Source: an optimization exercise on an open RTL-to-GDS flow (aim: small area, a short achievable clock period and few clock cycles per item). Production flows keep margins and buffers that such runs may drop.
Only simulation tests tie the RTL to the original design; equivalence was not proved.
No activity file was given, so power comes from the tool's default toggle rates.

## run A
==> flow/design.v <==
module sk_add #(parameter W = 8) (
    input  wire [W-1:0] a,
    input  wire [W-1:0] b,
    input  wire         ci,
    output wire [W-1:0] s
);
    localparam L = (W <= 2) ? 1 : (W <= 4) ? 2 : (W <= 8) ? 3 : (W <= 16) ? 4 :
                   (W <= 32) ? 5 : (W <= 64) ? 6 : (W <= 128) ? 7 : 8;
    wire [W-1:0] p0 = a ^ b;
    wire [W-1:0] g0 = a & b;
    wire [W-1:0] gl [0:L];
    wire [W-1:0] pl [0:L];
    assign gl[0] = {g0[W-1:1], g0[0] | (p0[0] & ci)};
    assign pl[0] = p0;
    genvar lv, i;
    generate
        for (lv = 0; lv < L; lv = lv + 1) begin : lvl
            for (i = 0; i < W; i = i + 1) begin : bx
                if (((i >> lv) & 1) == 1) begin : op
                    assign gl[lv+1][i] = gl[lv][i] | (pl[lv][i] & gl[lv][((i >> lv) << lv) - 1]);
                    assign pl[lv+1][i] = pl[lv][i] & pl[lv][((i >> lv) << lv) - 1];
                end else begin : pass
                    assign gl[lv+1][i] = gl[lv][i];
                    assign pl[lv+1][i] = pl[lv][i];
                end
            end
        end
    endgenerate
    wire [W-1:0] gc = gl[L];
    assign s = p0 ^ {gc[W-2:0], ci};
endmodule
module gate_fit (
    input  wire         clk,
    input  wire         rst,
    input  wire         in_valid,
    output wire         in_ready,
    input  wire [31:0]  n,
    input  wire [79:0]  t1,
    input  wire [111:0] t2,
    output reg          out_valid,
    output wire [63:0]  p,
    output wire [63:0]  a,
    output wire [63:0]  f
);
    reg        a_busy;           
    reg [5:0]  ca;               
    reg        a_done;           
    reg        b_busy;           
    reg [6:0]  cb;               
    reg        b_last;           
    wire b_free   = ~b_busy | b_last;
    wire handoff  = a_done & b_free;
    assign in_ready = ~a_busy | handoff;
    wire accept   = in_valid & in_ready;
    wire [5:0] ca_n = accept ? 6'd0 : ((a_busy & ~a_done) ? ca + 6'd1 : ca);
    wire [6:0] cb_n = handoff ? 7'd0 : (b_busy ? cb + 7'd1 : cb);
    reg fa_0;      
    reg fa_m;      
    reg fa_32;     
    reg fa_33;     
    reg fa_34;     
    reg fa_b;      
    reg fa_16;     
    reg fa_d;      
    reg fa_49;     
    reg fa_5;      
    reg fa_58;     
    reg fb_0;      
    reg fb_1;      
    reg fb_inc;    
    always @(posedge clk) begin
        if (rst) begin
            a_busy    <= 1'b0;
            ca        <= 6'd59;
            a_done    <= 1'b0;
            b_busy    <= 1'b0;
            cb        <= 7'd65;
            b_last    <= 1'b0;
            out_valid <= 1'b0;
            fa_0 <= 1'b0; fa_m <= 1'b0; fa_32 <= 1'b0; fa_33 <= 1'b0; fa_34 <= 1'b0; fa_b <= 1'b0;
            fa_16 <= 1'b0; fa_d <= 1'b0; fa_49 <= 1'b0; fa_5 <= 1'b0; fa_58 <= 1'b0;
            fb_0 <= 1'b0; fb_1 <= 1'b0; fb_inc <= 1'b0;
        end else begin
            if (accept)
                a_busy <= 1'b1;
            else if (handoff)
                a_busy <= 1'b0;
            ca     <= ca_n;
            a_done <= (accept | a_busy) & ~(handoff & ~accept) & (ca_n == 6'd59);
            if (handoff)
                b_busy <= 1'b1;
            else if (b_last)
                b_busy <= 1'b0;
            cb     <= cb_n;
            b_last <= (handoff | b_busy) & (cb_n == 7'd65);
            out_valid <= b_busy & ~handoff & (cb_n == 7'd65);
            fa_0  <= (ca_n == 6'd0);
            fa_m  <= (ca_n < 6'd32);
            fa_32 <= (ca_n == 6'd32);
            fa_33 <= (ca_n == 6'd33);
            fa_34 <= (ca_n == 6'd34);
            fa_b  <= (ca_n < 6'd17);
            fa_16 <= (ca_n == 6'd16);
            fa_d  <= (ca_n >= 6'd17) && (ca_n < 6'd49);
            fa_49 <= (ca_n == 6'd49);
            fa_5  <= (ca_n >= 6'd50) && (ca_n < 6'd58);
            fa_58 <= (ca_n == 6'd58);
            fb_0   <= (cb_n == 7'd0);
            fb_1   <= (cb_n == 7'd1);
            fb_inc <= (cb_n == 7'd64);
        end
    end
    reg [31:0]  n_fix;           
    reg [31:0]  n_rot;           
    reg [33:0]  n_bth;           
    reg         bth_prev;        
    reg         brw_m;           
    reg         brw_d;           
    reg [35:0]  acc0;            
    reg [33:0]  low0;
    reg [65:0]  acc1;            
    reg [31:0]  low1;
    reg [104:0] acc_m;           
    reg [107:0] t1sh;            
    reg [115:0] xf;              
    wire [64:0]  e_val = {acc0[30:0], low0};
    wire [62:0]  c2    = e_val[64:1];
    wire [96:0]  d_val = {acc1[64:0], low1};
    wire bit_n   = n_rot[0];
    wire bit_nm  = bit_n ^ brw_m;            
    wire bit_d0  = n_rot[15];                
    wire bit_nd  = bit_d0 ^ brw_d;           
    wire b1 = n_bth[1], b0 = n_bth[0];
    wire bth_neg = b1 & ~(b0 & bth_prev);
    wire bth_two = (b1 & ~b0 & ~bth_prev) | (~b1 & b0 & bth_prev);
    wire bth_one = b0 ^ bth_prev;
    wire [35:0] nmul = bth_two ? {3'b0, n_fix, 1'b0} : (bth_one ? {4'b0, n_fix} : 36'd0);
    wire [35:0] acc0_sum;
    sk_add #(36) u_add0 (.a(acc0), .b(nmul ^ {36{bth_neg}}), .ci(bth_neg), .s(acc0_sum));
    wire [65:0] acc1_sum;
    sk_add #(66) u_add1 (.a(acc1), .b({1'b0, e_val} & {66{bit_nd}}), .ci(1'b0), .s(acc1_sum));
    wire [104:0] m_op = ({105{fa_m}} & ~(t1sh[104:0] & {105{bit_nm}})) |
                        ({105{fa_33}} & {acc_m[103:0], 1'b0});
    wire [104:0] acc_m_sum;
    sk_add #(105) u_addm (.a(acc_m), .b(m_op), .ci(fa_m), .s(acc_m_sum));
    wire [107:0] w_val = {1'b0, c2, 1'b0, c2[62:20]};
    wire [115:0] xf_op = ({116{fa_0}}  & {7'd0, t1sh, 1'b0}) |
                         ({116{fa_32}} & ~{9'd0, acc_m, 2'b0}) |
                         ({116{fa_33}} & {8'd0, w_val}) |
                         ({116{fa_5}}  & {xf[113:0], 2'b0}) |
                         ({116{fa_58}} & {57'd0, acc_m[104:46]});
    wire [115:0] xf_sum;
    sk_add #(116) u_addf (.a(xf), .b(xf_op), .ci(fa_32), .s(xf_sum));
    always @(posedge clk) begin
        n_rot    <= accept ? n : {n_rot[0], n_rot[31:1]};
        n_bth    <= accept ? {2'b0, n} : {2'b0, n_bth[33:2]};
        bth_prev <= accept ? 1'b0 : n_bth[1];
        brw_m    <= accept ? 1'b1 : (brw_m & ~bit_n);
        brw_d    <= fa_16 ? 1'b1 : (brw_d & ~bit_d0);
        acc_m    <= accept ? {t2[103:0], 1'b0} : acc_m_sum;
        xf       <= accept ? {10'd0, t2[104:0], 1'b0} : (fa_49 ? {19'd0, d_val} : xf_sum);
        if (accept)
            t1sh <= {35'd0, t1[72:0]};
        else if (fa_m)
            t1sh <= {t1sh[106:0], 1'b0};
        else if (fa_34)
            t1sh <= xf[107:0];
        if (accept)
            n_fix <= n;
        if (accept) begin
            acc0 <= {4'b0, n};
        end else if (fa_b) begin
            acc0 <= {{2{acc0_sum[35]}}, acc0_sum[35:2]};
            low0 <= {acc0_sum[1:0], low0[33:2]};
        end
        if (accept) begin
            acc1 <= 66'd0;
        end else if (fa_d) begin
            acc1 <= {1'b0, acc1_sum[65:1]};
            low1 <= {acc1_sum[0], low1[31:1]};
        end
    end
    wire nlt2 = (n_fix[31:1] == 31'd0);
    wire mz   = (acc_m == 105'd0);
    reg        z_all;            
    reg        z_f;              
    reg        ovf;              
    reg [95:0]  dp;
    reg [96:0]  rp;
    reg [63:0]  lp;
    reg         qp;
    wire [96:0] sp;
    sk_add #(97) u_divp (.a({rp[95:0], lp[63]}), .b({1'b0, dp} ^ {97{qp}}), .ci(qp), .s(sp));
    wire        qp_raw = ~sp[96];
    wire [63:0] lp_inc;
    sk_add #(64) u_incp (.a({1'b0, lp[63:1]}), .b(64'd0), .ci(lp[0]), .s(lp_inc));
    reg [65:0]  da;
    reg [66:0]  ra;
    reg [64:0]  la;
    reg         qa;
    wire [66:0] sa;
    sk_add #(67) u_diva (.a({ra[65:0], la[64]}), .b({1'b0, da} ^ {67{qa}}), .ci(qa), .s(sa));
    wire        qa_raw = ~sa[66];
    reg [105:0] df;
    reg [106:0] rf;
    reg [64:0]  lf;
    reg         qf;
    wire [106:0] sf;
    sk_add #(107) u_divf (.a({rf[105:0], lf[64]}), .b({1'b0, df} ^ {107{qf}}), .ci(qf), .s(sf));
    wire        qf_raw = ~sf[106];
    wire qp_bit = qp_raw & ~z_all;
    wire qa_bit = z_all ? fb_1 : qa_raw;
    wire qf_bit = (qf_raw | (ovf & ~fb_0)) & ~z_f;
    always @(posedge clk) begin
        if (handoff) begin
            z_all <= nlt2;
            z_f   <= nlt2 | mz;
            dp    <= d_val[95:0];
            da    <= {e_val, 1'b0};
            df    <= {acc_m, 1'b0};
        end
        ovf <= fb_0 ? qf_raw : ovf;
        rp <= handoff ? {34'd0, acc_m[104:42]} : sp;
        lp <= handoff ? {acc_m[41:0], 22'd0} : (fb_inc ? lp_inc : {lp[62:0], qp_bit});
        qp <= handoff | qp_raw;
        ra <= handoff ? {3'b0, t1sh[107:44]} : sa;
        la <= handoff ? {t1sh[43:0], e_val[20:0]} : {la[63:0], qa_bit};
        qa <= handoff | qa_raw;
        rf <= handoff ? {10'd0, xf[115:19]} : sf;
        lf <= handoff ? {xf[18:0], acc_m[45:0]} : {lf[63:0], qf_bit};
        qf <= handoff | qf_raw;
    end
    assign p = lp;
    assign a = {~la[63], la[62:0]};
    assign f = lf[63:0];
endmodule
Settings: LEC_CHECK=0, ABC_AREA=1, CAP_MARGIN=20, CORE_MARGIN=2, CORE_UTILIZATION=50, CTS_CLUSTER_DIAMETER=100, CTS_CLUSTER_SIZE=25, PLACE_DENSITY=0.65, SETUP_SLACK_MARGIN=5, SLEW_MARGIN=20; clock period 10.0 ns.
run.sh (not shown) runs the stock make flow with config.mk's settings and CLKGATE_MAP_FILE= SYNTH_SCRIPT=/design/flow/synth_recipe.tcl, a recipe that flattens the netlist after the stock synthesis.
Testbench counts of run A, summed over its fixed seeds: cycles 13,160, items 192.
Changes in run B relative to run A:
- ABC_AREA removed (was 1)
- PLACE_DENSITY changed from 0.65 to 0.75
- CORE_UTILIZATION changed from 50 to 60
Notes after the runs:
Compared with run A, run B shows met2 layer wire length in the routed design that has gone down by a little under 10%.
In run B, routed wire length is lower than in run A.
Diff run B and run A: final area higher in run A
Run B -> run A: portion of the layout cell area used by clock cells flat
Run B vs run A, logic gate share of total power went down by 2.6 points.
Run B: done, clean on timing, DRC and antenna
Looking at setup slack of the critical path after layout, run B sits 0.17 ns lower than run A does.
Input changes introduced in run C (baseline for comparison: run B):
- CORE_UTILIZATION: 60 -> 50
- PLACE_DENSITY: 0.75 -> 0.65
Results
Run B → run C: die outline area increased by about 20% relative to the old numbers, worst hold slack decreased 0.0080 ns, final critical path time including I/O delays and setup now smaller, global-route total usage across every layer went down by 6.4 points.
Run B -> run C: clock share of power flat
Final cell area: run C above run B
Routed wire in run C totals more than in run B.
Modified inputs, run D compared to run C
- a change of CAP_MARGIN from 20 to 5
- a change of SLEW_MARGIN from 20 to 5
Findings:
The sequential share of layout area of run C and that of run D are within noise of each other. The final instance count without filler cells on run D is in line with that on run C. Re power share of the combinational group: run C was higher than run D. Run C → run D: post-synthesis xor/xnor area fraction ~0 delta; number of hold-slack violations in the final timing report ~0 delta; hold slack ~0 delta. The final non-filler cell area was comparable across run D and run C. Fraction of area in clock buffers and inverters delta (run C -> run D): insignificant. Taking run C as the reference point, the switching power summed over all nets of run D rises by 0.37%. As far as chip width is concerned, run D and run C perform about the same. Run C | status: complete | timing, DRC, antenna: pass. Run D: flow complete, layout not clean; failing: max-slew violations.
What run E does differently from run D at the input level:
- CAP_MARGIN changed from 5 to 20
- SLEW_MARGIN changed from 5 to 20
==> flow/flow/run.sh (new file) <==
#!/bin/bash
# The standard layout (the standard.sh, every step unchanged), except that
# the port buffers that global placement inserts on every input and output are
# the platform's smallest buffer, buf_1, instead of the automatically chosen one.
set -euo pipefail
cd "$(dirname "$0")/.."
bash standard.sh "BUFFER_PORTS_ARGS=-buffer_cell sky130_fd_sc_hd__buf_1" finish > standard_make.log 2>&1
==> flow/standard.sh (new file) <==
#!/bin/bash
# synth_recipe.tcl (not shown) runs the flow's synth.tcl, then flattens the netlist and writes it again
# the make line also repeats each setting of config.mk as NAME=value (left out here)
make -C /OpenROAD-flow-scripts/flow DESIGN_CONFIG=/design/flow/config.mk WORK_HOME=/design/flow/orfs CLKGATE_MAP_FILE= SYNTH_SCRIPT=/design/flow/synth_recipe.tcl "${@:-finish}"
removed: flow/run.sh
==> comparison <==
- Lower final critical-path setup slack among run E and run D: run D
- Run E: full flow OK, the timing, DRC and antenna checks passed
- [compare] base=run D new=run E: worst hold slack increased by 0.011 ns relative to the old numbers; cell area after layout decreased by about 3.6% relative to the old numbers; clock-buffer cell count decreased by 4 relative to the old numbers; clock share of power closely matched the old numbers; met3 global-route usage increased by 0.53 points relative to the old numbers.

## afterwards: timing with drivers on the ports
The results above use ideal ports. As a check the final layouts listed here were re-extracted and re-timed, cells and wires unchanged. Step 1 assumes that a clkbuf_16 drives the clock port and a buf_2 every other input. Step 2 adds t to the input delays and takes it off the output delays; t is the mean of the earliest and latest rising clock arrival at the registers after step 1. Input paths then give back, and output paths get back, about the clock's delay inside the block. Slacks: no drivers / after step 1 / after step 2; pairs: no drivers / after step 1.
run | t (ns) | slack for setup (ns) | worst slew at a driven data input, ns
run A | 0.823 | 5.045 / 5.048 / 4.225 | 0.15
run B | 0.810 | 4.878 / 4.878 / 4.465 | 0.17
run C | 0.801 | 5.009 / 5.009 / 4.429 | 0.15
run D | 0.812 | 4.190 / 4.190 / 4.190 | 0.16
run E | 0.802 | 4.943 / 4.943 / 4.550 | 0.17
The setup slack of run A, which loses most, moves by +0.003 ns with the drivers and by -0.820 ns with both steps.
